Background: an optimization exercise with open tools, aiming at small area, a short achievable clock period and few clock cycles per item. Do not read the settings as production practice.
Only simulation tests tie the RTL to the original design; equivalence was not proved.
Power figures rest on the tool's default switching activity, not on a simulated workload.

--- flow/design.v ---
module bf_rescale (
    input  wire        clk,
    input  wire        rst,
    input  wire        start,
    input  wire [63:0] mask,
    input  wire [1:0]  rs_cap,
    output wire        ready,
    output reg         rd_en,
    output wire [5:0]  rd_addr,
    input  wire [31:0] rd_data,
    output reg         out_valid,
    output reg  [5:0]  out_idx,
    output reg  [12:0] out_i,
    output reg  [12:0] out_q,
    output reg         done,
    output wire [15:0] s_out,
    output wire [4:0]  exp_out,
    output wire        null_out
);
    localparam [1:0] S_IDLE = 2'd0,
                     S_P1   = 2'd1,
                     S_DIV  = 2'd2,
                     S_P2   = 2'd3;
    localparam [5:0] D_FIRST  = 6'd6;
    localparam [5:0] P2_FIRST = 6'd38;
    localparam [5:0] P2_LAST  = 6'd37;
    localparam [1:0] M_SQ  = 2'd0,     
                     M_ONE = 2'd1,     
                     M_S   = 2'd2;     
    reg [1:0]  state;
    reg        ready_r;
    reg [5:0]  cnt;
    reg [63:0] mask_r;
    reg        cap_hi, cap_lo;
    reg        two;                     
    reg [15:0] s_r;
    reg [4:0]  exp_r;
    reg        null_r;
    assign ready    = ready_r;
    assign rd_addr  = cnt;
    assign s_out    = s_r;
    assign exp_out  = exp_r;
    assign null_out = null_r;
    wire accept = start & ready_r;
    wire last_rd  = (state == S_P1 && cnt == 6'd0) || (state == S_P2 && cnt == P2_LAST);
    wire first_rd = (state == S_P1 && cnt == 6'd1) || (state == S_P2 && cnt == P2_FIRST);
    always @(posedge clk) begin
        cnt    <= ready_r ? 6'd1 : cnt + 6'd1;
        mask_r <= ready_r ? {mask[0], mask[63:1]} : {mask_r[0], mask_r[63:1]};
        if (ready_r) begin
            cap_hi <= rs_cap[1];
            cap_lo <= rs_cap[0];
        end
        if (state == S_P1 && cnt == 6'd1)
            two <= ~cap_hi & (|mask_r);
    end
    always @(posedge clk) begin
        if (rst) begin
            state   <= S_IDLE;
            rd_en   <= 1'b0;
            ready_r <= 1'b1;
        end else begin
            case (state)
                S_IDLE: begin
                    if (accept) begin
                        state   <= S_P1;
                        rd_en   <= 1'b1;
                        ready_r <= 1'b0;
                    end
                end
                S_P1: begin
                    if (cnt == 6'd63 && !two)
                        ready_r <= 1'b1;
                    if (cnt == 6'd0) begin
                        if (two) begin
                            state <= S_DIV;
                            rd_en <= 1'b0;
                        end else if (accept) begin
                            ready_r <= 1'b0;
                        end else begin
                            state <= S_IDLE;
                            rd_en <= 1'b0;
                        end
                    end
                end
                S_DIV: begin
                    if (cnt == P2_FIRST - 6'd1) begin
                        state <= S_P2;
                        rd_en <= 1'b1;
                    end
                end
                S_P2: begin
                    if (cnt == P2_LAST - 6'd1)
                        ready_r <= 1'b1;
                    if (cnt == P2_LAST) begin
                        if (accept) begin
                            state   <= S_P1;
                            ready_r <= 1'b0;
                        end else begin
                            state <= S_IDLE;
                            rd_en <= 1'b0;
                        end
                    end
                end
            endcase
        end
    end
    reg        v1, pa1, m1, last1, fp1, w01;
    reg        v2, m2, last2, fp2;
    reg [1:0]  md2;
    reg [5:0]  ng_i, on_i, tw_i, ng_q, on_q, tw_q;
    reg [16:0] x_i, x_q;
    reg        nzd2;
    wire [11:0] r_i = rd_data[11:0];
    wire [11:0] r_q = rd_data[23:12];
    wire [12:0] e_i = {r_i, 1'b0};
    wire [12:0] e_q = {r_q, 1'b0};
    wire        sq1 = pa1 & two;
    wire [15:0] s_op = pa1 ? 16'd16384 : s_r;
    integer k;
    always @(posedge clk) begin
        if (rst) begin
            v1 <= 1'b0;
            v2 <= 1'b0;
        end else begin
            v1 <= rd_en;
            v2 <= v1;
        end
        pa1   <= (state == S_P1);
        m1    <= mask_r[0];
        last1 <= last_rd;
        fp1   <= first_rd;
        w01   <= (cnt == 6'd0);
        m2    <= m1;
        last2 <= last1;
        fp2   <= fp1;
        md2   <= !pa1 ? M_S : (two ? M_SQ : M_ONE);
        for (k = 0; k < 6; k = k + 1) begin
            ng_i[k] <= e_i[2*k+2];
            on_i[k] <= e_i[2*k+1] ^ e_i[2*k];
            tw_i[k] <= (e_i[2*k+2] & ~e_i[2*k+1] & ~e_i[2*k]) | (~e_i[2*k+2] & e_i[2*k+1] & e_i[2*k]);
            ng_q[k] <= e_q[2*k+2];
            on_q[k] <= e_q[2*k+1] ^ e_q[2*k];
            tw_q[k] <= (e_q[2*k+2] & ~e_q[2*k+1] & ~e_q[2*k]) | (~e_q[2*k+2] & e_q[2*k+1] & e_q[2*k]);
        end
        x_i   <= sq1 ? {{5{r_i[11]}}, r_i} : {1'b0, s_op};
        x_q   <= sq1 ? {{5{r_q[11]}}, r_q} : {1'b0, s_op};
        nzd2  <= |rd_data[23:0];
        if (v1 && w01 && !(pa1 && two))
            exp_r <= rd_data[28:24];
    end
    wire [26:0] ra_i, rb_i, ra_q, rb_q;
    bf_bmul mul_i (.ng(ng_i), .on(on_i), .tw(tw_i), .x(x_i), .ra(ra_i), .rb(rb_i));
    bf_bmul mul_q (.ng(ng_q), .on(on_q), .tw(tw_q), .x(x_q), .ra(ra_q), .rb(rb_q));
    reg        v3, m3, last3, fp3, nzd3;
    reg [1:0]  md3;
    reg [26:0] ya_i, yb_i, ya_q, yb_q;
    always @(posedge clk) begin
        if (rst)
            v3 <= 1'b0;
        else
            v3 <= v2;
        m3    <= m2;
        last3 <= last2;
        nzd3  <= nzd2;
        md3   <= md2;
        fp3   <= fp2;
        ya_i  <= ra_i;
        yb_i  <= rb_i;
        ya_q  <= ra_q;
        yb_q  <= rb_q;
    end
    wire        sq  = (md3 == M_SQ);
    wire [26:0] p_i = ya_i + yb_i;
    wire [26:0] p_q = ya_q + yb_q;
    wire first3 = (md3 != M_S) && fp3;
    wire nz_cur = ~m3 & nzd3;
    reg        nz, anym;
    wire       nz_t   = (nz & ~first3) | nz_cur;
    wire       anym_t = (anym & ~first3) | m3;
    wire       null_1 = anym_t & ~nz_t;
    reg        v4, m4, first4;
    reg [9:0]  hi_i, hi_q;
    always @(posedge clk) begin
        if (rst) begin
            out_valid <= 1'b0;
            done      <= 1'b0;
            v4        <= 1'b0;
        end else begin
            out_valid <= v3 & ~sq;
            done      <= v3 & ~sq & last3;
            v4        <= v3 & sq;
        end
        out_idx <= !fp3 ? out_idx + 6'd1 : (md3 == M_S) ? P2_FIRST : 6'd1;
        out_i   <= sq ? p_i[12:0] : m3 ? 13'd0 : p_i[26:14];
        out_q   <= sq ? p_q[12:0] : m3 ? 13'd0 : p_q[26:14];
        hi_i    <= p_i[22:13];
        hi_q    <= p_q[22:13];
        if (v3 && md3 != M_S) begin
            nz   <= nz_t;
            anym <= anym_t;
        end
        m4     <= m3;
        first4 <= first3;
    end
    reg        m5;
    reg [23:0] pw;
    always @(posedge clk) begin
        m5 <= m4;
        pw <= v4 ? {1'b0, hi_i, out_i} + {1'b0, hi_q, out_q} : 24'd0;
    end
    reg [33:0] z;
    reg [29:0] s_rem;
    reg [1:0]  qb;
    reg        ovf;
    reg [16:0] srem;
    wire        in_div  = (state == S_DIV) && (cnt >= D_FIRST);
    wire        d_neg   = z[33];
    wire [32:0] dsum    = {z[33:2], 1'b1} + {(d_neg ? {2'b00, s_rem} : ~{2'b00, s_rem}), ~d_neg};
    wire [31:0] dnew    = dsum[32:1];
    wire        q_bit   = ~dnew[31];
    wire        s_neg   = srem[16];
    wire [14:0] root    = s_r[14:0];
    wire [18:0] ssh     = {srem, qb};
    wire [18:0] snew    = ssh + {(s_neg ? {2'b00, root} : ~{2'b00, root}), 2'b11};
    wire        s_bit   = ~snew[18];
    wire        sq_step = (state == S_DIV) && (cnt[0] == D_FIRST[0] + 1'b1) && (cnt >= D_FIRST + 6'd3);
    wire [15:0] cap_v   = cap_lo ? 16'd23170 : 16'd32768;
    wire        big     = ovf | (cap_lo & (root >= 15'd23170));
    always @(posedge clk) begin
        if (in_div)
            z <= {dnew[30:0], z[1:0], 1'b0};
        else if (first4)
            z <= 34'd0;
        else
            z <= {4'd0, z[29:0] + {6'd0, pw}};
        if (first4)
            s_rem <= 30'd0;
        else
            s_rem <= s_rem + (m5 ? 30'd0 : {6'd0, pw});
        if (in_div) begin
            qb <= {qb[0], q_bit};
            if (cnt == D_FIRST)
                ovf <= q_bit;
        end
        if (state == S_DIV && cnt == D_FIRST) begin
            s_r  <= 16'd0;
            srem <= 17'd0;
        end else if (sq_step) begin
            s_r  <= {1'b0, root[13:0], s_bit};
            srem <= snew[16:0];
        end
        if (state == S_P2 && cnt == P2_FIRST) begin
            s_r    <= !nz ? 16'd0 : big ? cap_v : {1'b0, root};
            null_r <= !nz;
        end
        if (v3 && md3 == M_ONE && last3) begin
            s_r    <= null_1 ? 16'd0 : 16'd16384;
            null_r <= null_1;
        end
    end
endmodule
module bf_bmul (
    input  wire [5:0]  ng,
    input  wire [5:0]  on,
    input  wire [5:0]  tw,
    input  wire [16:0] x,
    output wire [26:0] ra,
    output wire [26:0] rb
);
    wire [17:0] x1 = {x[16], x};
    wire [17:0] x2 = {x, 1'b0};
    wire [17:0] pp0 = (({18{on[0]}} & x1) | ({18{tw[0]}} & x2)) ^ {18{ng[0]}};
    wire [17:0] pp1 = (({18{on[1]}} & x1) | ({18{tw[1]}} & x2)) ^ {18{ng[1]}};
    wire [17:0] pp2 = (({18{on[2]}} & x1) | ({18{tw[2]}} & x2)) ^ {18{ng[2]}};
    wire [17:0] pp3 = (({18{on[3]}} & x1) | ({18{tw[3]}} & x2)) ^ {18{ng[3]}};
    wire [17:0] pp4 = (({18{on[4]}} & x1) | ({18{tw[4]}} & x2)) ^ {18{ng[4]}};
    wire [17:0] pp5 = (({18{on[5]}} & x1) | ({18{tw[5]}} & x2)) ^ {18{ng[5]}};
    wire t1 = pp0[10] ^ pp1[8];
    wire t2 = pp0[10] & pp1[8];
    wire t3 = pp0[11] ^ pp1[9];
    wire t4 = pp0[11] & pp1[9];
    wire t5 = pp0[12] ^ pp1[10];
    wire t6 = pp0[12] & pp1[10];
    wire t7 = pp0[13] ^ pp1[11];
    wire t8 = pp0[13] & pp1[11];
    wire t9 = pp0[14] ^ pp1[12];
    wire t10 = pp0[14] & pp1[12];
    wire t11 = pp0[15] ^ pp1[13];
    wire t12 = pp0[15] & pp1[13];
    wire t13 = pp0[16] ^ pp1[14];
    wire t14 = pp0[16] & pp1[14];
    wire t15 = pp0[17] ^ pp1[15];
    wire t16 = pp0[17] & pp1[15];
    wire t17 = pp0[17] ^ pp1[16];
    wire t18 = pp0[17] & pp1[16];
    wire t19 = ~pp0[17] ^ ~pp1[17];
    wire t20 = ~pp0[17] & ~pp1[17];
    wire t21 = pp0[6] ^ pp1[4];
    wire t22 = pp0[6] & pp1[4];
    wire t23 = pp0[7] ^ pp1[5];
    wire t24 = pp0[7] & pp1[5];
    wire t25 = pp0[8] ^ pp1[6] ^ pp2[4];
    wire t26 = (pp0[8] & pp1[6]) | (pp0[8] & pp2[4]) | (pp1[6] & pp2[4]);
    wire t27 = pp3[2] ^ pp4[0];
    wire t28 = pp3[2] & pp4[0];
    wire t29 = pp0[9] ^ pp1[7] ^ pp2[5];
    wire t30 = (pp0[9] & pp1[7]) | (pp0[9] & pp2[5]) | (pp1[7] & pp2[5]);
    wire t31 = pp3[3] ^ pp4[1];
    wire t32 = pp3[3] & pp4[1];
    wire t33 = t1 ^ pp2[6] ^ pp3[4];
    wire t34 = (t1 & pp2[6]) | (t1 & pp3[4]) | (pp2[6] & pp3[4]);
    wire t35 = pp4[2] ^ pp5[0] ^ ng[5];
    wire t36 = (pp4[2] & pp5[0]) | (pp4[2] & ng[5]) | (pp5[0] & ng[5]);
    wire t37 = t2 ^ t3 ^ pp2[7];
    wire t38 = (t2 & t3) | (t2 & pp2[7]) | (t3 & pp2[7]);
    wire t39 = pp3[5] ^ pp4[3] ^ pp5[1];
    wire t40 = (pp3[5] & pp4[3]) | (pp3[5] & pp5[1]) | (pp4[3] & pp5[1]);
    wire t41 = t4 ^ t5 ^ pp2[8];
    wire t42 = (t4 & t5) | (t4 & pp2[8]) | (t5 & pp2[8]);
    wire t43 = pp3[6] ^ pp4[4] ^ pp5[2];
    wire t44 = (pp3[6] & pp4[4]) | (pp3[6] & pp5[2]) | (pp4[4] & pp5[2]);
    wire t45 = t6 ^ t7 ^ pp2[9];
    wire t46 = (t6 & t7) | (t6 & pp2[9]) | (t7 & pp2[9]);
    wire t47 = pp3[7] ^ pp4[5] ^ pp5[3];
    wire t48 = (pp3[7] & pp4[5]) | (pp3[7] & pp5[3]) | (pp4[5] & pp5[3]);
    wire t49 = t8 ^ t9 ^ pp2[10];
    wire t50 = (t8 & t9) | (t8 & pp2[10]) | (t9 & pp2[10]);
    wire t51 = pp3[8] ^ pp4[6] ^ pp5[4];
    wire t52 = (pp3[8] & pp4[6]) | (pp3[8] & pp5[4]) | (pp4[6] & pp5[4]);
    wire t53 = t10 ^ t11 ^ pp2[11];
    wire t54 = (t10 & t11) | (t10 & pp2[11]) | (t11 & pp2[11]);
    wire t55 = pp3[9] ^ pp4[7] ^ pp5[5];
    wire t56 = (pp3[9] & pp4[7]) | (pp3[9] & pp5[5]) | (pp4[7] & pp5[5]);
    wire t57 = t12 ^ t13 ^ pp2[12];
    wire t58 = (t12 & t13) | (t12 & pp2[12]) | (t13 & pp2[12]);
    wire t59 = pp3[10] ^ pp4[8] ^ pp5[6];
    wire t60 = (pp3[10] & pp4[8]) | (pp3[10] & pp5[6]) | (pp4[8] & pp5[6]);
    wire t61 = t14 ^ t15 ^ pp2[13];
    wire t62 = (t14 & t15) | (t14 & pp2[13]) | (t15 & pp2[13]);
    wire t63 = pp3[11] ^ pp4[9] ^ pp5[7];
    wire t64 = (pp3[11] & pp4[9]) | (pp3[11] & pp5[7]) | (pp4[9] & pp5[7]);
    wire t65 = t16 ^ t17 ^ pp2[14];
    wire t66 = (t16 & t17) | (t16 & pp2[14]) | (t17 & pp2[14]);
    wire t67 = pp3[12] ^ pp4[10] ^ pp5[8];
    wire t68 = (pp3[12] & pp4[10]) | (pp3[12] & pp5[8]) | (pp4[10] & pp5[8]);
    wire t69 = t18 ^ t19 ^ pp2[15];
    wire t70 = (t18 & t19) | (t18 & pp2[15]) | (t19 & pp2[15]);
    wire t71 = pp3[13] ^ pp4[11] ^ pp5[9];
    wire t72 = (pp3[13] & pp4[11]) | (pp3[13] & pp5[9]) | (pp4[11] & pp5[9]);
    wire t73 = t20 ^ 1'b1 ^ pp2[16];
    wire t74 = (t20 & 1'b1) | (t20 & pp2[16]) | (1'b1 & pp2[16]);
    wire t75 = pp3[14] ^ pp4[12] ^ pp5[10];
    wire t76 = (pp3[14] & pp4[12]) | (pp3[14] & pp5[10]) | (pp4[12] & pp5[10]);
    wire t77 = ~pp2[17] ^ pp3[15] ^ pp4[13];
    wire t78 = (~pp2[17] & pp3[15]) | (~pp2[17] & pp4[13]) | (pp3[15] & pp4[13]);
    wire t79 = 1'b1 ^ pp3[16];
    wire t80 = 1'b1 & pp3[16];
    wire t81 = pp0[4] ^ pp1[2];
    wire t82 = pp0[4] & pp1[2];
    wire t83 = pp0[5] ^ pp1[3];
    wire t84 = pp0[5] & pp1[3];
    wire t85 = t21 ^ pp2[2] ^ pp3[0];
    wire t86 = (t21 & pp2[2]) | (t21 & pp3[0]) | (pp2[2] & pp3[0]);
    wire t87 = t22 ^ t23 ^ pp2[3];
    wire t88 = (t22 & t23) | (t22 & pp2[3]) | (t23 & pp2[3]);
    wire t89 = t24 ^ t25 ^ t27;
    wire t90 = (t24 & t25) | (t24 & t27) | (t25 & t27);
    wire t91 = t26 ^ t28 ^ t29;
    wire t92 = (t26 & t28) | (t26 & t29) | (t28 & t29);
    wire t93 = t30 ^ t32 ^ t33;
    wire t94 = (t30 & t32) | (t30 & t33) | (t32 & t33);
    wire t95 = t34 ^ t36 ^ t37;
    wire t96 = (t34 & t36) | (t34 & t37) | (t36 & t37);
    wire t97 = t38 ^ t40 ^ t41;
    wire t98 = (t38 & t40) | (t38 & t41) | (t40 & t41);
    wire t99 = t42 ^ t44 ^ t45;
    wire t100 = (t42 & t44) | (t42 & t45) | (t44 & t45);
    wire t101 = t46 ^ t48 ^ t49;
    wire t102 = (t46 & t48) | (t46 & t49) | (t48 & t49);
    wire t103 = t50 ^ t52 ^ t53;
    wire t104 = (t50 & t52) | (t50 & t53) | (t52 & t53);
    wire t105 = t54 ^ t56 ^ t57;
    wire t106 = (t54 & t56) | (t54 & t57) | (t56 & t57);
    wire t107 = t58 ^ t60 ^ t61;
    wire t108 = (t58 & t60) | (t58 & t61) | (t60 & t61);
    wire t109 = t62 ^ t64 ^ t65;
    wire t110 = (t62 & t64) | (t62 & t65) | (t64 & t65);
    wire t111 = t66 ^ t68 ^ t69;
    wire t112 = (t66 & t68) | (t66 & t69) | (t68 & t69);
    wire t113 = t70 ^ t72 ^ t73;
    wire t114 = (t70 & t72) | (t70 & t73) | (t72 & t73);
    wire t115 = t74 ^ t76 ^ t77;
    wire t116 = (t74 & t76) | (t74 & t77) | (t76 & t77);
    wire t117 = t78 ^ t79 ^ pp4[14];
    wire t118 = (t78 & t79) | (t78 & pp4[14]) | (t79 & pp4[14]);
    wire t119 = t80 ^ ~pp3[17] ^ pp4[15];
    wire t120 = (t80 & ~pp3[17]) | (t80 & pp4[15]) | (~pp3[17] & pp4[15]);
    wire t121 = 1'b1 ^ pp4[16];
    wire t122 = 1'b1 & pp4[16];
    wire t123 = pp0[2] ^ pp1[0];
    wire t124 = pp0[2] & pp1[0];
    wire t125 = pp0[3] ^ pp1[1];
    wire t126 = pp0[3] & pp1[1];
    wire t127 = t81 ^ pp2[0] ^ ng[2];
    wire t128 = (t81 & pp2[0]) | (t81 & ng[2]) | (pp2[0] & ng[2]);
    wire t129 = t82 ^ t83 ^ pp2[1];
    wire t130 = (t82 & t83) | (t82 & pp2[1]) | (t83 & pp2[1]);
    wire t131 = t84 ^ t85 ^ ng[3];
    wire t132 = (t84 & t85) | (t84 & ng[3]) | (t85 & ng[3]);
    wire t133 = t86 ^ t87 ^ pp3[1];
    wire t134 = (t86 & t87) | (t86 & pp3[1]) | (t87 & pp3[1]);
    wire t135 = t88 ^ t89 ^ ng[4];
    wire t136 = (t88 & t89) | (t88 & ng[4]) | (t89 & ng[4]);
    wire t137 = t90 ^ t91 ^ t31;
    wire t138 = (t90 & t91) | (t90 & t31) | (t91 & t31);
    wire t139 = t92 ^ t93 ^ t35;
    wire t140 = (t92 & t93) | (t92 & t35) | (t93 & t35);
    wire t141 = t94 ^ t95 ^ t39;
    wire t142 = (t94 & t95) | (t94 & t39) | (t95 & t39);
    wire t143 = t96 ^ t97 ^ t43;
    wire t144 = (t96 & t97) | (t96 & t43) | (t97 & t43);
    wire t145 = t98 ^ t99 ^ t47;
    wire t146 = (t98 & t99) | (t98 & t47) | (t99 & t47);
    wire t147 = t100 ^ t101 ^ t51;
    wire t148 = (t100 & t101) | (t100 & t51) | (t101 & t51);
    wire t149 = t102 ^ t103 ^ t55;
    wire t150 = (t102 & t103) | (t102 & t55) | (t103 & t55);
    wire t151 = t104 ^ t105 ^ t59;
    wire t152 = (t104 & t105) | (t104 & t59) | (t105 & t59);
    wire t153 = t106 ^ t107 ^ t63;
    wire t154 = (t106 & t107) | (t106 & t63) | (t107 & t63);
    wire t155 = t108 ^ t109 ^ t67;
    wire t156 = (t108 & t109) | (t108 & t67) | (t109 & t67);
    wire t157 = t110 ^ t111 ^ t71;
    wire t158 = (t110 & t111) | (t110 & t71) | (t111 & t71);
    wire t159 = t112 ^ t113 ^ t75;
    wire t160 = (t112 & t113) | (t112 & t75) | (t113 & t75);
    wire t161 = t114 ^ t115 ^ pp5[11];
    wire t162 = (t114 & t115) | (t114 & pp5[11]) | (t115 & pp5[11]);
    wire t163 = t116 ^ t117 ^ pp5[12];
    wire t164 = (t116 & t117) | (t116 & pp5[12]) | (t117 & pp5[12]);
    wire t165 = t118 ^ t119 ^ pp5[13];
    wire t166 = (t118 & t119) | (t118 & pp5[13]) | (t119 & pp5[13]);
    wire t167 = t120 ^ t121 ^ pp5[14];
    wire t168 = (t120 & t121) | (t120 & pp5[14]) | (t121 & pp5[14]);
    wire t169 = t122 ^ ~pp4[17] ^ pp5[15];
    wire t170 = (t122 & ~pp4[17]) | (t122 & pp5[15]) | (~pp4[17] & pp5[15]);
    wire t171 = 1'b1 ^ pp5[16];
    wire t172 = 1'b1 & pp5[16];
    assign ra = {t170, t168, t166, t164, t162, t160, t158, t156, t154, t152, t150, t148, t146, t144, t142, t140, t138, t136, t134, t132, t130, t128, t126, t124, t123, pp0[1], pp0[0]};
    assign rb = {t171, t169, t167, t165, t163, t161, t159, t157, t155, t153, t151, t149, t147, t145, t143, t141, t139, t137, t135, t133, t131, t129, t127, t125, ng[1], 1'b0, ng[0]};
endmodule
--- flow/flow/run.sh ---
#!/bin/bash
# The standard layout (standard.sh, unchanged synthesis and steps) with three settings:
#  - the setup repair aims for a slack margin of 8.3 ns below the 12 ns clock, so that it
#    works on every path longer than 3.7 ns rather than only on paths over 12 ns;
#  - the port buffers are buf_2 rather than the default delay cell;
#  - clock tree clusters of at most 20 flip-flops within 100 um.
# Each tool's full output is in the ORFS logs under orfs/logs/; make's output is in
# standard_make.log beside this script's work folder.
set -euo pipefail
bash standard.sh SETUP_SLACK_MARGIN=8.3 CTS_CLUSTER_SIZE=25 CTS_CLUSTER_DIAMETER=100 CORE_UTILIZATION=55 PLACE_DENSITY=0.75 \
    "BUFFER_PORTS_ARGS=-buffer_cell sky130_fd_sc_hd__buf_2" finish > standard_make.log 2>&1
--- flow/standard.sh ---
#!/bin/bash
# synth_recipe.tcl (not shown) runs the flow's synth.tcl, then flattens the netlist and writes it again
# the make line also repeats each setting of config.mk as NAME=value (left out here)
make -C /OpenROAD-flow-scripts/flow DESIGN_CONFIG=/design/flow/config.mk WORK_HOME=/design/flow/orfs CLKGATE_MAP_FILE= SYNTH_SCRIPT=/design/flow/synth_recipe.tcl "${@:-finish}"
--- flow/config.mk ---
export PLATFORM = sky130hd
export DESIGN_NAME = bf_rescale
export DESIGN_NICKNAME = bf_rescale
export VERILOG_FILES = /design/flow/design.v
export SDC_FILE = /design/flow/constraint.sdc
export NUM_CORES = 4
export LEC_CHECK = 0
export CAP_MARGIN = 20
export CORE_MARGIN = 2
export CORE_UTILIZATION = 40
export PLACE_DENSITY = 0.6
export SLEW_MARGIN = 20
--- flow/constraint.sdc ---
create_clock -name core_clock -period 12.0 [get_ports {clk}]
set_input_delay 2.4000 -clock core_clock [delete_from_list [all_inputs] [get_ports {clk}]]
set_output_delay 2.4000 -clock core_clock [all_outputs]
set_load 0.01 [all_outputs]
==> impl_metrics.py, run 1 <==
metrics = {
    "outcome": {
        "outcome": "no timing/DRC/antenna violations",
    },
    "global_route": {
        "gr-total-overflow": 0,
        "grt_pass1_wl_mm": 115.5,
        "grt_pass1_vias": 22470,
        "grt_max_degree": 44,
        "antenna_found_initial": 7,
        "grt_usage": 0.2599,
    },
    "timing": {
        "fmax_ghz": 0.2740,
        "finClkSkew_ns": 0.02120,
        "worst_slew_pin_slew_ns": 1.165,
        "finalCritPeriodShare": 0.3041,
        "rsz0062_at_grt": "false",
        "maxSlewHeadroom": 0.2224,
        "timing.setup.tns_ns": 0,
        "final_hold_viol_count": 0,
        "slew_viol_final": 0,
        "post-route-min-period_ns": 3.649,
        "whs_ns": 0.3334,
        "finalSetupViolCount": 0,
    },
    "final_layout": {
        "multiInputGateArea_mm2": 0.01818,
        "drive_gt1_frac": 0.1081,
        "final_cells": 3839,
        "final_nets": 3574,
        "final_cell_mix": "dfxtp_1 (422), xnor2_1 (307), ha_1 (213)",
        "syn_to_final_growth_pct": 7.805,
        "nFillCells": 4375,
        "layout_commonest_cell": "dfxtp_1",
        "seq_area_mm2": 0.009590,
    },
    "pwr": {
        "netSwitchingFraction": 0.4509,
        "p_sw_mw": 3.933,
        "pwr-share-comb": 0.595,
        "ir_drop_mv": 0.1768,
        "p_int_mw": 4.789,
        "p_seq_frac": 0.296,
        "p_leak_nw": 13.53,
        "clockPowerShare": 0.109,
        "power.density_mw_per_mm2": 278.7,
    },
    "clock_tree": {
        "cts_tree": "built",
        "cts_buffers": 25,
        "cts.htree.levels": 1,
        "insertion_delay_ns": 0.59,
        "clk_pin_slew_ns": 0.10,
        "cts.sinks": 463,
        "cts_root_buffer": "clkbuf_16",
        "cts_buffer_depth": 3,
    },
    "setup_path": {
        "end_kind": "output port",
        "start_kind": "flip-flop",
        "cp_max_fo": 2,
        "slowest_delay_ns": 0.47,
        "crit_slowest_cell": "edfxtp_1",
        "required_ns": 9.60,
        "worstPathArrival_ns": 1.25,
        "critPathKind": "flip-flop to output port",
        "reg2reg_from": "m5",
        "critPathLaunch": "s_r[15]",
        "cp_num_buf_inv": 1,
        "crit_chain": "buf_2",
        "cp_top_family": "flip-flops",
    },
    "die": {
        "pin_count": 165,
        "initial_utilization": 0.5547,
        "dieArea_mm2": 0.05464,
        "die_h_um": 233.8,
        "rows": 84,
        "core_mm2": 0.05234,
        "die_x_um": 233.8,
    },
    "logic_synthesis": {
        "synth_nets": 3516,
        "avgSynthCellArea_um2": 9.441,
        "synth_compound_area_frac": 0.1789,
        "synth_top_area_cell": "dfxtp_1",
        "yosys-top-cells-area": "dfxtp_1 (30%), xnor2_1 (9.3%), ha_1 (9.2%), fa_1 (8.8%), a22oi_1 (5.0%)",
        "synth_top_family_by_area": "adder cells",
        "synth_area_mm2": 0.02903,
        "synthAdderAreaFrac": 0.1794,
        "yosysWarnings": 1,
        "synthSimpleGateAreaFrac": 0.1107,
        "synth_top_cell_area_share": 0.2986,
        "synthCells": 3075,
        "ys_async_sr_fraction": 0,
        "ys_ff_latch": 463,
        "synth_xor_area_frac": 0.1249,
        "synth-edff-count": 30,
        "synth_cell_types": 78,
        "ys_seq_area_frac": 0.3296,
        "synthMuxAreaShare": 0.03025,
        "synth_ff_type": "dfxtp_1",
    },
    "route": {
        "wl_met2_mm": 34.59,
        "drt-total-wl_mm": 72.10,
        "drtIter0Drc": 1849,
        "viasPerCell": 5.881,
        "ant_nets": 0,
        "routedWlPerCell_um": 18.78,
        "post-route-drc-count": 0,
        "wl_met1_mm": 29.67,
        "dr.pass1.iters": 7,
        "vias": 22580,
        "met3_length_mm": 4.667,
        "top_layer": "met5",
    },
    "hold_path": {
        "hp-class": "flip-flop to flip-flop",
        "min_from": "m4",
    },
    "placement": {
        "dp_cells": 3773,
        "gp_congestion": 0.9114,
        "port_buffers": 161,
        "hpwl_mm": 54.27,
    },
    "flow_run": {
        "drv_cap": 0,
    },
}
-- registers in the layout (all words and copies together), names as in the netlist, 16 cells and up, named ones only --
| name | cells |
|---|---|
| s_rem | 30 |
| mask_r | 64 |
| ya_i | 27 |
| s_r | 16 |
| pw | 24 |
| x_i | 17 |
| yb_q | 26 |
| x_q | 17 |
| ya_q | 27 |
| srem | 17 |
| z | 34 |
| yb_i | 26 |
-- cell families after synthesis --
group,Yosys count
mux,79
compound gates,761
xor+xnor,414
fa+ha+maj,340
buf+inv,358
flops,463
simple gates,660
-- power by group through the flow --
stage	logic, mW	registers [mW]	clock network, mW
after floorplan	3.86	2.34	0
after global placement	4.89	2.58	0
after detailed placement	5.04	2.59	0
after CTS	5.12	2.57	0.977
after global routing	5.80	2.63	1.03
final	5.19	2.58	0.953
-- cell type report --
cell class / instances / share of cell area
Inverter: 196 / 0.02351
Sequential cell: 463 / 0.3064
Clock inverter: 11 / 0.004398
Timing Repair Buffer: 193 / 0.03634
Multi-Input combinational cell: 2254 / 0.5810
Clock buffer: 29 / 0.02047
Tap cell: 688 / 0.02750
Antenna cell: 5 / 0.0003998
-- Yosys cell counts (17+ instances only) --
library cell,n
fa_1,127
nor2_1,147
nor4_1,22
a21oi_1,146
dfxtp_1,433
xnor2_1,307
a211oi_1,31
a22oi_1,193
nand2b_1,32
nand3_1,45
o21a_1,22
o21bai_1,17
nor3_1,41
nand2_1,192
clkbuf_1,146
xor2_1,107
o21ai_0,117
mux2_2,67
ha_1,213
and2_1,29
nor2b_1,71
o22ai_1,27
nand4_1,21
edfxtp_1,30
a21o_1,73
inv_1,194
-- metal layers --
metal | track usage | vias to the layer above
li1 | - | 10830
met1 | 0.3247 | 10680
met2 | 0.4434 | 865
met3 | 0.04523 | 205
met4 | 0.1090 | 6
met5 | 0 | -
-- metrics by stage --
stage                     worst slack [ns]    util  cell area, um^2  power [mW]
final                                8.351  0.5980            31300       8.722
after global routing                 8.285  0.5978            31290       9.458
after detailed placement             7.848  0.5767            30180       7.637
after global placement               7.855  0.5767            30180       7.476
after floorplan                      8.604       -            29030       6.196
after CTS                            8.260  0.5961            31200       8.663
-- path summary, 6_finish.rpt --
kind,cells after the start,to,slack (ns)
max,1,s_out[15],8.35
min,0,m5,0.33
max reg2reg,12,s_rem[27],8.50
min reg2reg,0,m5,0.33
-- repair_timing --
item | 4_1_cts | 5_1_grt
hold buffers | 0 | 0
pin swaps | 0 | 1
gates resized for setup | 20 | 10
gates cloned | 2 | 1
setup buffers | 15 | 3
endpoints found under the setup margin | 36 | 19
Testbench counts, summed over its fixed seeds: cycles 43,495, items 384.
==> inputs of run 2 (changes only) <==
--- a/flow/flow/run.sh
+++ b/flow/flow/run.sh
@@ -7,5 +7,5 @@
 # Each tool's full output is in the ORFS logs under orfs/logs/; make's output is in
 # standard_make.log beside this script's work folder.
 set -euo pipefail
-bash standard.sh SETUP_SLACK_MARGIN=8.3 CTS_CLUSTER_SIZE=25 CTS_CLUSTER_DIAMETER=100 CORE_UTILIZATION=55 PLACE_DENSITY=0.75 \
+bash standard.sh SETUP_SLACK_MARGIN=8.3 CTS_CLUSTER_SIZE=20 CTS_CLUSTER_DIAMETER=100 \
     "BUFFER_PORTS_ARGS=-buffer_cell sky130_fd_sc_hd__buf_2" finish > standard_make.log 2>&1
==> impl_metrics.py, run 2 <==
metrics = {
    "placement": {
        "dp_cells": 4038,
        "gp_congestion": 0.8720,
        "dp_worst_setup_slack_ns": 7.653,
        "hpwl_mm": 54.58,
        "port_buffers": 161,
        "dpl_cell_area_mm2": 0.03053,
    },
    "logic_synthesis": {
        "synth_top_area_cell": "dfxtp_1",
        "synth_area_mm2": 0.02903,
        "ys_seq_area_frac": 0.3296,
        "yosysWarnings": 1,
        "ys_ff_latch": 463,
        "synth_ff_type": "dfxtp_1",
        "synth_nets": 3516,
        "synth_top_cell_area_share": 0.2986,
        "synth_cell_types": 78,
        "yosys-top-cells-area": "dfxtp_1 (30%), xnor2_1 (9.3%), ha_1 (9.2%), fa_1 (8.8%), a22oi_1 (5.0%)",
        "yosysMostFrequentCell": "dfxtp_1",
        "synth-edff-count": 30,
        "synth.top_cells.by_count": "dfxtp_1 (433), xnor2_1 (307), ha_1 (213)",
        "avgSynthCellArea_um2": 9.441,
        "ys_async_sr_fraction": 0,
        "synthCells": 3075,
    },
    "global_route": {
        "gr-total-overflow": 0,
        "grt_pass1_vias": 21190,
        "antenna_found_initial": 7,
        "grt_max_degree": 44,
        "grt_usage": 0.1891,
        "grt_pass1_wl_mm": 115.0,
    },
    "pwr": {
        "finalPower_mw": 8.789,
        "p_leak_nw": 13.57,
        "power.density_mw_per_mm2": 277.4,
        "ir_drop_mv": 0.1439,
    },
    "final_layout": {
        "final_nets": 3580,
        "top_register": "mask_r",
        "seq_area_mm2": 0.009587,
        "nFillCells": 7053,
        "largest_reg_flops": 64,
        "final_cell_mix": "dfxtp_1 (421), xnor2_1 (307), ha_1 (213)",
        "fin_util": 0.4417,
        "syn_to_final_growth_pct": 9.128,
        "drive_gt1_frac": 0.1089,
        "layout_commonest_cell": "dfxtp_1",
        "final_area_mm2": 0.03168,
        "reg_top3": "mask_r x64, z x34, s_rem x30",
        "multiInputGateArea_mm2": 0.01818,
        "final_cells": 4100,
    },
    "hold_path": {
        "hp-class": "flip-flop to flip-flop",
        "min_to": "md3[0]",
        "holdPathStages": 0,
        "min_from": "md2[0]",
    },
    "die": {
        "initial_utilization": 0.4047,
        "die_h_um": 273.4,
        "pin_count": 165,
        "die_x_um": 273.4,
        "dieArea_mm2": 0.07475,
        "rows": 98,
        "core_mm2": 0.07173,
    },
    "setup_path": {
        "r2r-end": "yb_i[17]",
        "start_kind": "flip-flop",
        "required_ns": 9.60,
        "reg2reg_slack_ns": 8.54,
        "critPathKind": "flip-flop to output port",
        "reg2reg_from": "on_i[0]",
        "worstPathArrival_ns": 1.26,
        "cp_max_fo": 10,
        "r2r_cells": 8,
        "end_kind": "output port",
    },
    "timing": {
        "finClkSkew_ns": 0.01787,
        "rsz0062_at_grt": "false",
        "whs_ns": 0.3306,
        "timing.setup.tns_ns": 0,
        "worst_slew_pin_slew_ns": 1.017,
        "slew_viol_final": 0,
        "maxSlewHeadroom": 0.3211,
        "finalSetupViolCount": 0,
        "final.setup.worst_slack_ns": 8.342,
        "post-route-min-period_ns": 3.658,
        "fmax_ghz": 0.2734,
        "final_hold_viol_count": 0,
        "finalCritPeriodShare": 0.3048,
    },
    "route": {
        "ant_nets": 0,
        "drt-total-wl_mm": 72.16,
        "dr.pass1.iters": 5,
        "wl_met1_mm": 33.52,
        "wl_met2_mm": 33.28,
        "met3_length_mm": 3.411,
        "vias": 21790,
        "drtIter0Drc": 1255,
        "viasPerCell": 5.314,
        "post-route-drc-count": 0,
        "routedWlPerCell_um": 17.60,
        "top_layer": "met5",
    },
    "clock_tree": {
        "cts_root_buffer": "clkbuf_16",
        "cts_tree": "built",
        "clk_pin_slew_ns": 0.09,
        "cts.sinks": 463,
        "insertion_delay_ns": 0.60,
        "cts_buffer_depth": 3,
        "cts_buffers": 28,
        "cts.htree.levels": 1,
    },
    "outcome": {
        "outcome": "no timing/DRC/antenna violations",
    },
    "flow_run": {
        "drv_cap": 0,
    },
}
run 2: worst max-delay path by stage:
stage,from,endpoint
finish,ready_r,ready
global route,ready_r,ready
CTS,ready_r,ready
detailed placement,z[33],ovf
global placement,z[33],ovf
floorplan,start,state[0]
run 2: per-layer routing:
metal  vias up  track usage
met4        10      0.05321
met3       104      0.02474
met5         -            0
met2       519       0.3135
li1      10850            -
met1     10310       0.2576
run 2: kinds of logic (layout without fill, tap and decap cells):
logic type / count (synthesis) / after routing / synth area share
compound gates: 761 / 761 / 0.1789
xor+xnor: 414 / 414 / 0.1249
fa+ha+maj: 340 / 340 / 0.1794
buf+inv: 358 / 432 / 0.04629
flops: 463 / 463 / 0.3296
mux: 79 / 79 / 0.03025
other cells: 0 / 1 / 0
simple gates: 660 / 660 / 0.1107
run 2: critical path, cell delays in order (launching register included):
cell	delay, ns
dfxtp_4	0.37
buf_16	0.15
buf_2	0.14
run 2: cell type report:
type / instances / area share
multi-input cells: 2254 / 0.5738
clock buffers: 36 / 0.02468
diodes: 1 / 0.00007899
repair buffers: 196 / 0.03697
flip-flops and latches: 463 / 0.3026
clock inverters: 4 / 0.001185
well taps: 950 / 0.03752
inverters: 196 / 0.02322
run 2: power by group:
part           total (mW)  internal [mW]  switching (mW)
Sequential           2.56           2.11           0.457
Clock               0.984          0.459           0.525
Combinational        5.24           2.30            2.94
Total                8.79           4.86            3.93
run 2: repair_timing:
| item | in CTS | in global routing |
|---|---|---|
| endpoints found under the setup margin | 28 | 10 |
| gates cloned | 3 | 0 |
| buffers inserted | 17 | 1 |
| gates resized for setup | 18 | 7 |
| pin swaps | 0 | 1 |
| hold buffers | 0 | 0 |
==> inputs of run 3 (changes only) <==
--- a/flow/flow/run.sh
+++ b/flow/flow/run.sh
@@ -7,5 +7,5 @@
 # Each tool's full output is in the ORFS logs under orfs/logs/; make's output is in
 # standard_make.log beside this script's work folder.
 set -euo pipefail
-bash standard.sh SETUP_SLACK_MARGIN=8.3 CTS_CLUSTER_SIZE=20 CTS_CLUSTER_DIAMETER=100 \
+bash standard.sh SETUP_SLACK_MARGIN=8.3 CTS_CLUSTER_SIZE=25 CTS_CLUSTER_DIAMETER=100 \
     "BUFFER_PORTS_ARGS=-buffer_cell sky130_fd_sc_hd__buf_2" finish > standard_make.log 2>&1
==> impl_metrics.py, run 3 <==
metrics = {
    "outcome": {
        "outcome": "no timing/DRC/antenna violations",
    },
    "final_layout": {
        "drive_gt1_frac": 0.1070,
        "final_cell_mix": "dfxtp_1 (421), xnor2_1 (307), ha_1 (213)",
        "final_nets": 3576,
        "syn_to_final_growth_pct": 8.753,
        "final_cells": 4093,
        "layout_commonest_cell": "dfxtp_1",
        "largest_reg_flops": 64,
        "reg_top3": "mask_r x64, z x34, s_rem x30",
        "top_register": "mask_r",
        "nFillCells": 7062,
    },
    "route": {
        "vias": 21700,
        "ant_nets": 0,
        "drt-total-wl_mm": 72.12,
        "post-route-drc-count": 0,
        "viasPerCell": 5.303,
        "dr.pass1.iters": 5,
        "routedWlPerCell_um": 17.62,
        "drtIter0Drc": 1259,
    },
    "timing": {
        "slew_viol_final": 0,
        "final.setup.worst_slack_ns": 8.348,
        "final_hold_viol_count": 0,
        "rsz0062_at_grt": "false",
        "fmax_ghz": 0.2738,
        "finalCritPeriodShare": 0.3043,
        "finalSetupViolCount": 0,
        "finClkSkew_ns": 0.02011,
        "timing.setup.tns_ns": 0,
        "whs_ns": 0.3282,
        "worst_slew_pin_slew_ns": 1.007,
        "maxSlewHeadroom": 0.3275,
        "post-route-min-period_ns": 3.652,
    },
    "placement": {
        "dp_cells": 4038,
        "gp_congestion": 0.8720,
        "hpwl_mm": 54.58,
        "port_buffers": 161,
        "dp_worst_setup_slack_ns": 7.653,
    },
    "clock_tree": {
        "cts_buffer_depth": 3,
        "insertion_delay_ns": 0.60,
        "cts.htree.levels": 1,
        "cts_buffers": 24,
        "cts_root_buffer": "clkbuf_16",
        "cts_tree": "built",
        "clk_pin_slew_ns": 0.10,
        "cts_hold_buf": 0,
        "cts.sinks": 463,
    },
    "global_route": {
        "gr-total-overflow": 0,
        "antenna_found_initial": 7,
        "grt_pass1_wl_mm": 114.9,
        "grt_max_degree": 44,
        "grt_pass1_vias": 21130,
        "grt_usage": 0.1891,
    },
    "setup_path": {
        "cp_top_family": "flip-flops",
        "start_kind": "flip-flop",
        "worstPathArrival_ns": 1.25,
        "required_ns": 9.60,
        "cp_num_buf_inv": 1,
        "crit_slowest_cell": "edfxtp_1",
        "end_kind": "output port",
        "slowest_delay_ns": 0.48,
        "crit_chain": "buf_2",
        "cp_max_fo": 2,
        "critPathKind": "flip-flop to output port",
    },
    "die": {
        "die_h_um": 273.4,
        "initial_utilization": 0.4047,
        "pin_count": 165,
        "die_x_um": 273.4,
        "core_mm2": 0.07173,
        "rows": 98,
        "dieArea_mm2": 0.07475,
    },
    "logic_synthesis": {
        "ys_async_sr_fraction": 0,
        "ys_seq_area_frac": 0.3296,
        "yosysWarnings": 1,
        "synth.top_cells.by_count": "dfxtp_1 (433), xnor2_1 (307), ha_1 (213)",
        "ys_ff_latch": 463,
        "avgSynthCellArea_um2": 9.441,
        "synth_cell_types": 78,
        "yosysMostFrequentCell": "dfxtp_1",
        "synthCells": 3075,
        "yosys-top-cells-area": "dfxtp_1 (30%), xnor2_1 (9.3%), ha_1 (9.2%), fa_1 (8.8%), a22oi_1 (5.0%)",
        "synth_top_area_cell": "dfxtp_1",
        "synth_area_mm2": 0.02903,
        "synth_ff_type": "dfxtp_1",
        "synth_nets": 3516,
        "synth_top_cell_area_share": 0.2986,
        "synth-edff-count": 30,
    },
    "pwr": {
        "p_seq_frac": 0.293,
        "power.density_mw_per_mm2": 276.5,
        "finalPower_mw": 8.730,
        "p_int_mw": 4.794,
        "p_sw_mw": 3.936,
        "pwr-share-comb": 0.602,
        "p_leak_nw": 13.51,
        "clockPowerShare": 0.105,
        "netSwitchingFraction": 0.4508,
        "ir_drop_mv": 0.1231,
    },
    "flow_run": {
        "drv_cap": 0,
    },
    "hold_path": {
        "hp-class": "flip-flop to flip-flop",
    },
}
==> run 3: routing by layer <==
layer | share of wire | routed length [um] | global-route usage | vias to the layer above
met5 | 0.00062 | 45 | 0 | -
met4 | 0.028 | 2039 | 0.05824 | 6
met3 | 0.048 | 3440 | 0.02798 | 101
met2 | 0.46 | 32900 | 0.3107 | 471
met1 | 0.47 | 33690 | 0.2561 | 10300
li1 | - | - | - | 10830
==> run 3: worst paths after layout <==
check,cells after the start,slack (ns),start,end
max,1,8.35,s_r[1],s_out[1]
min,0,0.33,last2,last3
max reg2reg,6,8.48,ng_q[3],yb_q[13]
min reg2reg,0,0.33,last2,last3
==> run 3: kinds of logic after synthesis <==
kind of cell               after synthesis  share of synthesized area
and+or+nand+nor                        660                     0.1107
xor gates and xnor gates               414                     0.1249
muxes                                   79                    0.03025
DFF                                    463                     0.3296
buffers and inverters                  358                    0.04629
adders and majority gates              340                     0.1794
AOI/OAI and AO/OA                      761                     0.1789
==> run 3: through the flow <==
| step | utilization | cell area, um^2 |
|---|---|---|
| final | 0.4402 | 31570 |
| after global routing | 0.4401 | 31570 |
| after CTS | 0.4394 | 31520 |
| after detailed placement | 0.4257 | 30530 |
| after global placement | 0.4257 | 30530 |
| after floorplan | - | 29030 |
==> run 3: layout make-up <==
| type | instances | area [um^2] | area share |
|---|---|---|---|
| inverter | 196 | 735.7 | 0.02330 |
| timing repair buffer | 196 | 1171 | 0.03709 |
| sequential | 463 | 9587 | 0.3036 |
| clock buffer | 27 | 633.1 | 0.02005 |
| clock inverter | 4 | 72.57 | 0.002298 |
| tap | 950 | 1189 | 0.03765 |
| multi-input combinational | 2254 | 18180 | 0.5757 |
| antenna | 3 | 7.507 | 0.0002378 |
==> run 3: repair_timing <==
action,CTS,global route
resized for setup,17,8
pin swaps,0,1
setup endpoints to repair,29,12
setup buffers,17,1
cloned,3,0
==> run 3: power groups by stage <==
stage,combinational [mW],clock (mW),sequential (mW)
4_1_cts,5.24,0.950,2.55
6_report,5.25,0.917,2.56
3_5_place_dp,5.16,0,2.59
2_1_floorplan,3.86,0,2.34
3_3_place_gp,5.12,0,2.58
5_1_grt,5.93,0.995,2.61
==> inputs of run 4 (changes only) <==
--- a/flow/flow/run.sh
+++ b/flow/flow/run.sh
@@ -3,7 +3,7 @@
 #  - the setup repair aims for a slack margin of 8.3 ns below the 12 ns clock, so that it
 #    works on every path longer than 3.7 ns rather than only on paths over 12 ns;
 #  - the port buffers are buf_2 rather than the default delay cell;
-#  - clock tree clusters of at most 20 flip-flops within 100 um.
+#  - clock tree clusters of at most 25 flip-flops within 100 um.
 # Each tool's full output is in the ORFS logs under orfs/logs/; make's output is in
 # standard_make.log beside this script's work folder.
 set -euo pipefail
==> impl_metrics.py, run 4 <==
metrics = {
    "outcome": {
        "outcome": "no timing/DRC/antenna violations",
    },
    "global_route": {
        "grt_max_degree": 44,
        "gr-total-overflow": 0,
        "grt_pass1_vias": 21130,
        "grt_usage": 0.1891,
        "antenna_found_initial": 7,
        "grt_pass1_wl_mm": 114.9,
    },
    "final_layout": {
        "final_nets": 3576,
        "final_area_mm2": 0.03157,
        "final_cell_mix": "dfxtp_1 (421), xnor2_1 (307), ha_1 (213)",
        "largest_reg_flops": 64,
        "nFillCells": 7062,
        "layout_commonest_cell": "dfxtp_1",
        "reg_top3": "mask_r x64, z x34, s_rem x30",
        "fin_util": 0.4402,
        "drive_gt1_frac": 0.1070,
        "final_cells": 4093,
        "top_register": "mask_r",
        "syn_to_final_growth_pct": 8.753,
    },
    "setup_path": {
        "critPathLaunch": "s_r[1]",
        "end_kind": "output port",
        "worstPathArrival_ns": 1.25,
        "crit_chain": "buf_2",
        "reg2reg_slack_ns": 8.48,
        "cp_num_buf_inv": 1,
        "r2r-end": "yb_q[13]",
        "critPathKind": "flip-flop to output port",
        "endpoint": "s_out[1]",
        "slowest_delay_ns": 0.48,
        "crit_slowest_cell": "edfxtp_1",
        "cp_top_family": "flip-flops",
        "r2r_cells": 6,
        "required_ns": 9.60,
        "path_depth": 1,
        "reg2reg_from": "ng_q[3]",
        "start_kind": "flip-flop",
        "cp_max_fo": 2,
    },
    "pwr": {
        "power.density_mw_per_mm2": 276.5,
        "ir_drop_mv": 0.1231,
        "p_leak_nw": 13.51,
    },
    "logic_synthesis": {
        "ys_async_sr_fraction": 0,
        "synth.top_cells.by_count": "dfxtp_1 (433), xnor2_1 (307), ha_1 (213)",
        "yosysWarnings": 1,
        "synthCells": 3075,
        "yosys-top-cells-area": "dfxtp_1 (30%), xnor2_1 (9.3%), ha_1 (9.2%), fa_1 (8.8%), a22oi_1 (5.0%)",
        "ys_seq_area_frac": 0.3296,
        "synth_nets": 3516,
        "synth_cell_types": 78,
        "ys_ff_latch": 463,
        "yosysMostFrequentCell": "dfxtp_1",
        "synth_ff_type": "dfxtp_1",
        "avgSynthCellArea_um2": 9.441,
        "synth-edff-count": 30,
        "synth_top_area_cell": "dfxtp_1",
        "synth_area_mm2": 0.02903,
        "synth_top_cell_area_share": 0.2986,
    },
    "die": {
        "die_h_um": 273.4,
        "initial_utilization": 0.4047,
        "die_x_um": 273.4,
        "pin_count": 165,
        "rows": 98,
        "dieArea_mm2": 0.07475,
        "core_mm2": 0.07173,
    },
    "timing": {
        "final_hold_viol_count": 0,
        "slew_viol_final": 0,
        "timing.setup.tns_ns": 0,
        "whs_ns": 0.3282,
        "post-route-min-period_ns": 3.652,
        "finalSetupViolCount": 0,
        "finClkSkew_ns": 0.02011,
        "rsz0062_at_grt": "false",
        "finalCritPeriodShare": 0.3043,
        "worst_slew_pin_slew_ns": 1.007,
        "maxSlewHeadroom": 0.3275,
        "fmax_ghz": 0.2738,
    },
    "route": {
        "post-route-drc-count": 0,
        "viasPerCell": 5.303,
        "drtIter0Drc": 1259,
        "vias": 21700,
        "drt-total-wl_mm": 72.12,
        "ant_nets": 0,
        "routedWlPerCell_um": 17.62,
        "dr.pass1.iters": 5,
    },
    "clock_tree": {
        "cts.sinks": 463,
        "clk_pin_slew_ns": 0.10,
        "cts_tree": "built",
        "cts_buffer_depth": 3,
        "cts.htree.levels": 1,
        "insertion_delay_ns": 0.60,
        "cts_buffers": 24,
        "cts_root_buffer": "clkbuf_16",
        "cts_hold_buf": 0,
    },
    "placement": {
        "hpwl_mm": 54.58,
        "port_buffers": 161,
        "dpl_cell_area_mm2": 0.03053,
        "dp_cells": 4038,
        "gp_congestion": 0.8720,
    },
    "flow_run": {
        "drv_cap": 0,
    },
    "hold_path": {
        "hp-class": "flip-flop to flip-flop",
    },
}
## run 4: cells by family (layout without fill, tap and decap cells)
| family | Yosys count | in the layout | synth area share |
|---|---|---|---|
| and+or+nand+nor | 660 | 660 | 0.1107 |
| AOI/OAI and AO/OA | 761 | 761 | 0.1789 |
| other | 0 | 3 | 0 |
| DFF | 463 | 463 | 0.3296 |
| adders and majority gates | 340 | 340 | 0.1794 |
| buffers and inverters | 358 | 423 | 0.04629 |
| xor gates and xnor gates | 414 | 414 | 0.1249 |
| muxes | 79 | 79 | 0.03025 |
## run 4: through the flow
stage	setup WS, ns	power, mW
after floorplan	8.604	6.196
after global placement	7.732	7.709
after detailed placement	7.653	7.743
after CTS	8.305	8.743
after global routing	8.309	9.542
final	8.348	8.730
## run 4: worst min-delay path by stage
stage          depth (start not counted)  endpoint   start  slack (ns)
2_1_floorplan                          0       fp2     fp1        0.31
3_3_place_gp                           0    md3[1]  md2[1]        0.31
3_5_place_dp                           0    md3[1]  md2[1]        0.31
4_1_cts                                0     last3   last2        0.33
5_1_grt                                0     last3   last2        0.34
6_report                               0     last3   last2        0.33
## run 4: timing repair
item,4_1_cts,5_1_grt
setup buffers,17,1
gates cloned,3,0
setup endpoints to repair,29,12
pin swaps,0,1
gates resized for setup,17,8
## run 4: report_power, final
group	internal, mW	leakage, nW	switching (mW)
logic	2.30	9.28	2.95
registers	2.10	3.88	0.456
clock network	0.390	0.344	0.528
total	4.79	13.5	3.94
## run 4: metal layers
| metal | up-vias | track usage | part of all wire |
|---|---|---|---|
| met5 | - | 0 | 0.00062 |
| met4 | 6 | 0.05824 | 0.028 |
| met3 | 101 | 0.02798 | 0.048 |
| met2 | 471 | 0.3107 | 0.46 |
| met1 | 10300 | 0.2561 | 0.47 |
| li1 | 10830 | - | - |
## run 4: layout make-up
class | count | area [um^2] | area share
Timing Repair Buffer | 196 | 1171 | 0.03709
Sequential cell | 463 | 9587 | 0.3036
Inverter | 196 | 735.7 | 0.02330
Tap cell | 950 | 1189 | 0.03765
Clock inverter | 4 | 72.57 | 0.002298
Clock buffer | 27 | 633.1 | 0.02005
Multi-Input combinational cell | 2254 | 18180 | 0.5757
Antenna cell | 3 | 7.507 | 0.0002378
==> inputs of run 5 (changes only) <==
--- a/flow/flow/run.sh
+++ b/flow/flow/run.sh
@@ -7,5 +7,5 @@
 # Each tool's full output is in the ORFS logs under orfs/logs/; make's output is in
 # standard_make.log beside this script's work folder.
 set -euo pipefail
-bash standard.sh SETUP_SLACK_MARGIN=8.3 CTS_CLUSTER_SIZE=25 CTS_CLUSTER_DIAMETER=100 \
+bash standard.sh SETUP_SLACK_MARGIN=8.3 CTS_CLUSTER_SIZE=25 CTS_CLUSTER_DIAMETER=100 GPL_TIMING_DRIVEN=0 \
     "BUFFER_PORTS_ARGS=-buffer_cell sky130_fd_sc_hd__buf_2" finish > standard_make.log 2>&1
==> impl_metrics.py, run 5 <==
metrics = {
    "clock_tree": {
        "cts_root_buffer": "clkbuf_16",
        "cts_hold_buf": 0,
        "cts_buffer_depth": 3,
        "cts.htree.levels": 1,
        "cts.sinks": 463,
        "cts_buffers": 25,
        "cts_tree": "built",
        "insertion_delay_ns": 0.60,
        "clk_pin_slew_ns": 0.10,
    },
    "flow_run": {
        "drv_cap": 0,
    },
    "route": {
        "vias": 22370,
        "dr.pass1.iters": 6,
        "routedWlPerCell_um": 18.00,
        "post-route-drc-count": 0,
        "viasPerCell": 5.270,
        "ant_nets": 0,
        "drtIter0Drc": 1648,
        "drt-total-wl_mm": 76.42,
    },
    "global_route": {
        "grt_pass1_vias": 22020,
        "gr-total-overflow": 0,
        "top_usage_layer": "met2",
        "use_met2": 0.3374,
        "grt_max_degree": 27,
        "antenna_found_initial": 7,
        "grt_usage": 0.2022,
        "met3_usage": 0.02465,
        "grt_util_met1": 0.2744,
        "grt_pass1_wl_mm": 121.2,
    },
    "setup_path": {
        "r2r-end": "out_i[5]",
        "reg2reg_from": "yb_i[3]",
        "r2r_cells": 10,
        "crit_chain": "buf_2",
        "crit_slowest_cell": "edfxtp_1",
        "start_kind": "flip-flop",
        "cp_max_fo": 2,
        "cp_num_buf_inv": 1,
        "worstPathArrival_ns": 1.25,
        "cp_top_family": "flip-flops",
        "slowest_delay_ns": 0.47,
        "critPathKind": "flip-flop to output port",
        "required_ns": 9.60,
        "end_kind": "output port",
        "reg2reg_slack_ns": 8.42,
    },
    "final_layout": {
        "reg_top3": "mask_r x64, z x34, s_rem x30",
        "nFillCells": 7060,
        "seq_area_mm2": 0.009577,
        "final_cells": 4245,
        "layout_commonest_cell": "dfxtp_1",
        "syn_to_final_growth_pct": 10.35,
        "drive_gt1_frac": 0.1012,
        "final_nets": 3722,
        "largest_reg_flops": 64,
        "multiInputGateArea_mm2": 0.01819,
        "final_cell_mix": "dfxtp_1 (427), xnor2_1 (307), ha_1 (213)",
        "top_register": "mask_r",
    },
    "timing": {
        "finalCritPeriodShare": 0.3042,
        "post-route-min-period_ns": 3.650,
        "timing.setup.tns_ns": 0,
        "whs_ns": 0.3336,
        "worst_slew_pin_slew_ns": 1.131,
        "rsz0062_at_grt": "true",
        "finalSetupViolCount": 0,
        "finClkSkew_ns": 0.03031,
        "maxSlewHeadroom": 0.2458,
        "slew_viol_final": 0,
        "fmax_ghz": 0.2740,
        "final_hold_viol_count": 0,
    },
    "outcome": {
        "outcome": "no timing/DRC/antenna violations",
    },
    "pwr": {
        "p_leak_nw": 13.63,
        "ir_drop_mv": 0.1245,
        "finalPower_mw": 8.752,
        "power.density_mw_per_mm2": 273.2,
    },
    "logic_synthesis": {
        "synth_cell_types": 78,
        "yosysMostFrequentCell": "dfxtp_1",
        "synth-edff-count": 30,
        "synthCells": 3075,
        "synth_ff_type": "dfxtp_1",
        "ys_async_sr_fraction": 0,
        "synth_top_cell_area_share": 0.2986,
        "yosys-top-cells-area": "dfxtp_1 (30%), xnor2_1 (9.3%), ha_1 (9.2%), fa_1 (8.8%), a22oi_1 (5.0%)",
        "avgSynthCellArea_um2": 9.441,
        "synth_nets": 3516,
        "synth.top_cells.by_count": "dfxtp_1 (433), xnor2_1 (307), ha_1 (213)",
        "synth_area_mm2": 0.02903,
        "ys_ff_latch": 463,
        "yosysWarnings": 1,
        "ys_seq_area_frac": 0.3296,
        "synth_top_area_cell": "dfxtp_1",
    },
    "hold_path": {
        "holdPathStages": 0,
        "min_from": "m4",
        "hp-class": "flip-flop to flip-flop",
        "min_to": "m5",
    },
    "die": {
        "die_x_um": 273.4,
        "initial_utilization": 0.4047,
        "die_h_um": 273.4,
        "rows": 98,
        "core_mm2": 0.07173,
        "pin_count": 165,
        "dieArea_mm2": 0.07475,
    },
    "placement": {
        "hpwl_mm": 61.59,
        "port_buffers": 161,
        "gp_congestion": 0.9028,
        "dp_cells": 4187,
    },
}
## run 5: final cells by class
class	count	area share
well taps	950	0.03710
clock buffers	30	0.02074
repair buffers	179	0.02949
diodes	3	0.0002343
plain buffers	162	0.01961
clock inverters	8	0.003125
multi-input cells	2254	0.5678
inverters	196	0.02297
flip-flops and latches	463	0.2989
## run 5: per-stage QoR
step / util / area, um^2 / worst slack, ns
3_5_place_dp: 0.4327 / 31040 / 7.046
4_1_cts: 0.4456 / 31970 / 8.304
2_1_floorplan: - / 29030 / 8.604
6_report: 0.4466 / 32040 / 8.350
3_3_place_gp: 0.4325 / 31030 / 6.999
5_1_grt: 0.4465 / 32030 / 8.298
## run 5: timing repair
item | in CTS | in global routing
endpoints found under the setup margin | 57 | 34
buffers inserted | 15 | 2
cloned | 0 | 0
pin swaps | 1 | 2
gates resized for setup | 19 | 22
## run 5: cells by family after synthesis
| kind of cell | count (synthesis) | share of synthesized area |
|---|---|---|
| buffers and inverters | 358 | 0.04629 |
| adders and majority gates | 340 | 0.1794 |
| muxes | 79 | 0.03025 |
| AOI/OAI and AO/OA | 761 | 0.1789 |
| DFF | 463 | 0.3296 |
| and+or+nand+nor | 660 | 0.1107 |
| xor gates and xnor gates | 414 | 0.1249 |
## run 5: worst max-delay path by stage
stage | endpoint | from | slack [ns] | depth (start not counted)
5_1_grt | s_out[7] | s_r[7] | 8.30 | 1
4_1_cts | yb_i[15] | ng_i[0] | 8.30 | 9
2_1_floorplan | state[0] | start | 8.60 | 5
3_3_place_gp | ovf | z[33] | 7.00 | 12
6_report | s_out[7] | s_r[7] | 8.35 | 1
3_5_place_dp | ovf | z[33] | 7.05 | 12
## run 5: report_power, final
part	internal [mW]	switching, mW	total, mW
clock network	0.409	0.539	0.948
logic	2.26	3.14	5.40
registers	2.10	0.302	2.41
## run 5: layer usage
layer	part of all wire	up-vias	wire (um)
met1	0.45	10550	34560
met5	0.00084	-	64
li1	-	11110	-
met2	0.46	587	35360
met4	0.029	12	2242
met3	0.055	115	4188
==> inputs of run 6 (changes only) <==
--- a/flow/flow/run.sh
+++ b/flow/flow/run.sh
@@ -7,5 +7,5 @@
 # Each tool's full output is in the ORFS logs under orfs/logs/; make's output is in
 # standard_make.log beside this script's work folder.
 set -euo pipefail
-bash standard.sh SETUP_SLACK_MARGIN=8.3 CTS_CLUSTER_SIZE=25 CTS_CLUSTER_DIAMETER=100 GPL_TIMING_DRIVEN=0 \
+bash standard.sh SETUP_SLACK_MARGIN=8.3 CTS_CLUSTER_SIZE=25 CTS_CLUSTER_DIAMETER=100 GPL_ROUTABILITY_DRIVEN=0 \
     "BUFFER_PORTS_ARGS=-buffer_cell sky130_fd_sc_hd__buf_2" finish > standard_make.log 2>&1
==> impl_metrics.py, run 6 <==
metrics = {
    "logic_synthesis": {
        "synth_top_cell_area_share": 0.2986,
        "yosysWarnings": 1,
        "avgSynthCellArea_um2": 9.441,
        "synthCells": 3075,
        "synth_nets": 3516,
        "synth_top_area_cell": "dfxtp_1",
        "yosysMostFrequentCell": "dfxtp_1",
        "synth_ff_type": "dfxtp_1",
        "ys_seq_area_frac": 0.3296,
        "ys_async_sr_fraction": 0,
        "synth.top_cells.by_count": "dfxtp_1 (433), xnor2_1 (307), ha_1 (213)",
        "synth_cell_types": 78,
        "ys_ff_latch": 463,
        "synth-edff-count": 30,
        "yosys-top-cells-area": "dfxtp_1 (30%), xnor2_1 (9.3%), ha_1 (9.2%), fa_1 (8.8%), a22oi_1 (5.0%)",
        "synth_area_mm2": 0.02903,
    },
    "global_route": {
        "grt_max_degree": 44,
        "grt_pass1_vias": 21130,
        "antenna_found_initial": 7,
        "grt_usage": 0.1891,
        "gr-total-overflow": 0,
        "grt_pass1_wl_mm": 114.9,
    },
    "die": {
        "pin_count": 165,
        "dieArea_mm2": 0.07475,
        "die_h_um": 273.4,
        "die_x_um": 273.4,
        "rows": 98,
        "core_mm2": 0.07173,
        "initial_utilization": 0.4047,
    },
    "outcome": {
        "outcome": "no timing/DRC/antenna violations",
    },
    "route": {
        "drt-total-wl_mm": 72.12,
        "post-route-drc-count": 0,
        "vias": 21700,
        "ant_nets": 0,
        "routedWlPerCell_um": 17.62,
        "viasPerCell": 5.303,
        "drtIter0Drc": 1259,
        "dr.pass1.iters": 5,
    },
    "timing": {
        "final.setup.worst_slack_ns": 8.348,
        "finalCritPeriodShare": 0.3043,
        "worst_slew_pin_slew_ns": 1.007,
        "slew_viol_final": 0,
        "finalSetupViolCount": 0,
        "post-route-min-period_ns": 3.652,
        "timing.setup.tns_ns": 0,
        "rsz0062_at_grt": "false",
        "finClkSkew_ns": 0.02011,
        "final_hold_viol_count": 0,
        "fmax_ghz": 0.2738,
        "maxSlewHeadroom": 0.3275,
    },
    "clock_tree": {
        "cts_buffer_depth": 3,
        "cts_hold_buf": 0,
        "cts_root_buffer": "clkbuf_16",
        "insertion_delay_ns": 0.60,
        "cts_buffers": 24,
        "cts_tree": "built",
        "cts.htree.levels": 1,
        "clk_pin_slew_ns": 0.10,
        "cts.sinks": 463,
    },
    "hold_path": {
        "holdPathStages": 0,
        "hp-class": "flip-flop to flip-flop",
    },
    "final_layout": {
        "final_cell_mix": "dfxtp_1 (421), xnor2_1 (307), ha_1 (213)",
        "final_cells": 4093,
        "reg_top3": "mask_r x64, z x34, s_rem x30",
        "final_nets": 3576,
        "top_register": "mask_r",
        "syn_to_final_growth_pct": 8.753,
        "drive_gt1_frac": 0.1070,
        "nFillCells": 7062,
        "layout_commonest_cell": "dfxtp_1",
        "largest_reg_flops": 64,
    },
    "pwr": {
        "ir_drop_mv": 0.1231,
        "finalPower_mw": 8.730,
        "power.density_mw_per_mm2": 276.5,
        "p_leak_nw": 13.51,
    },
    "placement": {
        "hpwl_mm": 54.58,
        "dp_cells": 4038,
        "port_buffers": 161,
        "dp_worst_setup_slack_ns": 7.653,
    },
    "flow_run": {
        "drv_cap": 0,
    },
    "setup_path": {
        "start_kind": "flip-flop",
        "end_kind": "output port",
        "r2r_cells": 6,
        "cp_num_buf_inv": 1,
        "slowest_delay_ns": 0.48,
        "cp_max_fo": 2,
        "crit_chain": "buf_2",
        "cp_top_family": "flip-flops",
        "path_depth": 1,
        "crit_slowest_cell": "edfxtp_1",
        "required_ns": 9.60,
        "worstPathArrival_ns": 1.25,
        "critPathKind": "flip-flop to output port",
    },
}
-- run 6: final cells by class --
| class | instances | area, um^2 | share of cell area |
|---|---|---|---|
| Inverter | 196 | 735.7 | 0.02330 |
| Timing Repair Buffer | 196 | 1171 | 0.03709 |
| Clock inverter | 4 | 72.57 | 0.002298 |
| Antenna cell | 3 | 7.507 | 0.0002378 |
| Tap cell | 950 | 1189 | 0.03765 |
| Sequential cell | 463 | 9587 | 0.3036 |
| Clock buffer | 27 | 633.1 | 0.02005 |
| Multi-Input combinational cell | 2254 | 18180 | 0.5757 |
-- run 6: metal layers --
layer / track usage / wire, um / share of wire / vias up
met5: 0 / 45 / 0.00062 / -
met4: 0.05824 / 2039 / 0.028 / 6
met3: 0.02798 / 3440 / 0.048 / 101
met2: 0.3107 / 32900 / 0.46 / 471
met1: 0.2561 / 33690 / 0.47 / 10300
li1: - / - / - / 10830
-- run 6: power by group --
part | internal [mW] | switching (mW) | total [mW]
sequential | 2.10 | 0.456 | 2.56
combinational | 2.30 | 2.95 | 5.25
clock | 0.390 | 0.528 | 0.917
total | 4.79 | 3.94 | 8.73
-- run 6: logic make-up (layout without fill, tap and decap cells) --
logic type	after synthesis	in the layout	synth area share
compound gates	761	761	0.1789
simple gates	660	660	0.1107
flops	463	463	0.3296
xor+xnor	414	414	0.1249
buf+inv	358	423	0.04629
fa+ha+maj	340	340	0.1794
mux	79	79	0.03025
other cells	0	3	0
-- run 6: repair_timing --
| action | CTS | global route |
|---|---|---|
| pin swaps | 0 | 1 |
| buffers inserted | 17 | 1 |
| setup endpoints to repair | 29 | 12 |
| gates resized for setup | 17 | 8 |
| endpoints found under the hold margin | 0 | 0 |
| gates cloned | 3 | 0 |
-- run 6: path summary, 6_finish.rpt --
path	from	end	slack (ns)
hold reg to reg	last2	last3	0.33
hold / removal	last2	last3	0.33
setup / recovery	s_r[1]	s_out[1]	8.35
setup reg to reg	ng_q[3]	yb_q[13]	8.48
-- run 6: per-stage QoR --
stage,area [um^2],hold WS (ns),utilization
after floorplan,29030,0.3096,-
after global placement,30530,0.3106,0.4257
after detailed placement,30530,0.3121,0.4257
after CTS,31520,0.3336,0.4394
after global routing,31570,0.3356,0.4401
final,31570,0.3282,0.4402

## port drivers added, routing unchanged
In the flow no input, the clock included, has a driving cell. The finished layouts below were timed again as built, in two steps.
Step 1: set_driving_cell puts a clkbuf_16 on clk and a buf_2 on each other input, an assumption about the parent block.
Step 2 moves the port delays by t, midway between the first and last clock arrival at a register: inputs arrive t later, outputs are due t later. That takes back most of the time a late clock gives input paths.
a / b / c = ideal ports / drivers / drivers and shift; a / b = the first two.
| run | t, ns | setup slack, ns | hold WS [ns] | worst data-port slew with drivers (ns) |
|---|---|---|---|---|
| run 1 | 0.641 | 8.351 / 8.293 / 8.314 | 0.333 / 0.333 / 0.333 | 0.10 |
| run 2 | 0.653 | 8.342 / 8.279 / 8.265 | 0.331 / 0.331 / 0.331 | 0.11 |
| run 3 | 0.646 | 8.348 / 8.286 / 8.272 | 0.328 / 0.328 / 0.328 | 0.11 |
| run 4 | 0.646 | 8.348 / 8.286 / 8.272 | 0.328 / 0.328 / 0.328 | 0.11 |
| run 5 | 0.655 | 8.350 / 8.285 / 8.346 | 0.334 / 0.334 / 0.334 | 0.12 |
| run 6 | 0.646 | 8.348 / 8.286 / 8.272 | 0.328 / 0.328 / 0.328 | 0.11 |
After both steps every run listed still meets setup and hold. For run 2, which loses most, drivers alone change the setup slack by -0.063 ns; drivers and shift together by -0.077 ns.
